Context: an optimization exercise on an open-source flow, tuned for small area and few clock cycles per item. The choices shown serve that exercise and are no tape-out recipe. The RTL was checked by simulation tests, not by an equivalence proof against the original design.

Design pix_corr, start of the top module:
module pix_corr (
    input  wire        clk,
    input  wire        rst,
    input  wire        in_valid,
    output wire        in_ready,
    input  wire [17:0] in_pix,
    input  wire [2:0]  in_bcode,
    input  wire [17:0] in_offset,
    input  wire [17:0] in_gain,
    input  wire [17:0] in_ratio,
    input  wire [17:0] in_drift,
    input  wire [2:0]  in_wcode,
    output wire        out_valid,
    input  wire        out_ready,
    output wire [17:0] out_data,
    output wire        out_sat_lo,
    output wire        out_sat_hi
);
    wire lo_n, hi_n;
    wire [17:0] y_n;
    wire [19:0] g31;
    wire g2;
    wire h3;
    wire g4;
    wire h5;
    wire g6;
    wire h7;
    wire g8;
    wire h9;
    wire g10;
    wire h11;
    wire g12;
    wire h13;
    wire g14;
    wire h15;
    wire g16;
    wire h17;
    wire g18;
    wire h19;
    wire g20;
    wire h21;
    wire g22;
    wire h23;
    wire g24;
    wire h25;
    wire g26;
    wire h27;
    wire g28;
    wire h29;
  ...
Size: roughly 3,500 cells after synthesis, about 140 flip-flops, roughly 120 I/O pins, ~0.033 mm² of cells after synthesis.
clock: 10.0 ns
lec_check: 0
abc_area: 1
cap_margin: 20
core_margin: 2
core_utilization: 40
slew_margin: 20
synth_hierarchical: 1
synth_minimum_keep_size: 0
standard.sh (not shown) runs the stock make flow with config.mk's settings and CLKGATE_MAP_FILE= SYNTH_SCRIPT=/design/flow/synth_recipe.tcl, a recipe that flattens the netlist after the stock synthesis.
==> flow/flow/run.sh <==
#!/bin/bash
# The standard layout (the standard.sh, unchanged synthesis and steps), with one
# difference: the port buffers that global placement inserts on every input and output
# are sky130_fd_sc_hd__buf_1 instead of the resizer's default pick.
set -euo pipefail
export BUFFER_PORTS_ARGS="-buffer_cell sky130_fd_sc_hd__buf_1"
bash standard.sh > standard.log 2>&1
The baseline went through all stages and came out clean.
Testbench counts at the start, summed over its fixed seeds: cycles 16,016, items 16,000.
Rerun with:
Settings changed: CTS_BUF_LIST set to sky130_fd_sc_hd__clkbuf_8.
The new run ran to the end with no violations.
Sequential share of layout area stays flat.
Register-to-register slack gets better by 0.03 ns.
Setup slack gets worse by 0.018 ns.
Clock-buffer cell count went down by 1.
Fmax hardly moves.

---

pix_corr again, from the RTL that the note above started with.
// pix_corr
module pix_corr (
    input  wire        clk,
    input  wire        rst,
    input  wire        in_valid,
    output wire        in_ready,
    input  wire [17:0] in_pix,
    input  wire [2:0]  in_bcode,
    input  wire [17:0] in_offset,
    input  wire [17:0] in_gain,
    input  wire [17:0] in_ratio,
    input  wire [17:0] in_drift,
    input  wire [2:0]  in_wcode,
    output wire        out_valid,
    input  wire        out_ready,
    output wire [17:0] out_data,
    output wire        out_sat_lo,
    output wire        out_sat_hi
);
    wire lo_n, hi_n;
    wire [17:0] y_n;
    wire [19:0] g31;
    wire g2;
    wire h3;
    wire g4;
    wire h5;
    wire g6;
    wire h7;
    wire g8;
    wire h9;
    wire g10;
    wire h11;
    wire g12;
    wire h13;
    wire g14;
    wire h15;
    wire g16;
    wire h17;
    wire g18;
    wire h19;
    wire g20;
    wire h21;
    wire g22;
    wire h23;
    wire g24;
    wire h25;
    wire g26;
    wire h27;
    wire g28;
    wire h29;
    wire g30;
    wire h31;
    wire g32;
    wire h33;
    wire g34;
    wire h35;
    wire g36;
    wire h37;
    wire g38;
    wire h39;
    wire g40;
    wire h41;
    wire g42;
    wire h43;
    wire g44;
    wire h45;
    wire g46;
    wire h47;
    wire g48;
    wire h49;
    wire g50;
    wire h51;
    wire g52;
    wire h53;
    wire g54;
    wire h55;
    wire g56;
    wire h57;
    wire g58;
    wire h59;
    wire g60;
  ...
Settings: LEC_CHECK=0, ABC_AREA=1, CAP_MARGIN=20, CORE_MARGIN=2, CORE_UTILIZATION=40, GPL_TIMING_DRIVEN=0, SLEW_MARGIN=20, SYNTH_HIERARCHICAL=1, SYNTH_MINIMUM_KEEP_SIZE=0; clock period 10.0 ns.
Scripts as last shown in full above: flow/flow/run.sh
Testbench counts at the start, summed over its fixed seeds: cycles 16,016, items 16,000.
Change:
--- a/flow/config.mk
+++ b/flow/config.mk
@@ -10,4 +10,3 @@
 export CORE_MARGIN = 2
-export CORE_UTILIZATION = 40
-export GPL_TIMING_DRIVEN = 0
+export CORE_UTILIZATION = 55
 export SLEW_MARGIN = 20
Effect: Die area fell by 27%. Worst setup slack gets worse by 0.13 ns. Via count increases by 1.5%. Core utilization went up by 16 points.

[static timing again, ports no longer ideal]
In the flow no input, the clock included, has a driving cell. The finished layouts below were timed again as built, in two steps.
Step 1, drivers: a clkbuf_16 drives clk and a buf_2 each remaining input, both assumed.
Step 2 also shifts input and output timing later by t, the mid clock arrival at the registers, as if the neighbouring blocks saw the same clock.
a / b / c = ideal ports / drivers / drivers and shift; a / b = the first two.
| run | t, ns | setup slack, ns | worst setup path after step 2 | slew at the worst register clock pin (ns) | worst data-port slew with drivers (ns) |
|---|---|---|---|---|---|
| the first run of note 1 | 0.554 | 0.415 / 0.348 / 0.180 | input to register | 0.07 / 0.07 | 0.07 |
| the second run of note 1 | 0.618 | 0.397 / 0.336 / 0.180 | input to register | 0.10 / 0.10 | 0.07 |
| the first run of note 2 | 0.550 | 0.310 / 0.247 / 0.144 | input to register | 0.07 / 0.07 | 0.07 |
| the second run of note 2 | 0.552 | 0.177 / 0.115 / 0.273 | input to register | 0.09 / 0.09 | 0.05 |
After both steps setup and hold are still met in every run listed. For the first run of note 1, which loses most, drivers alone change the setup slack by -0.067 ns; drivers and shift together by -0.235 ns.
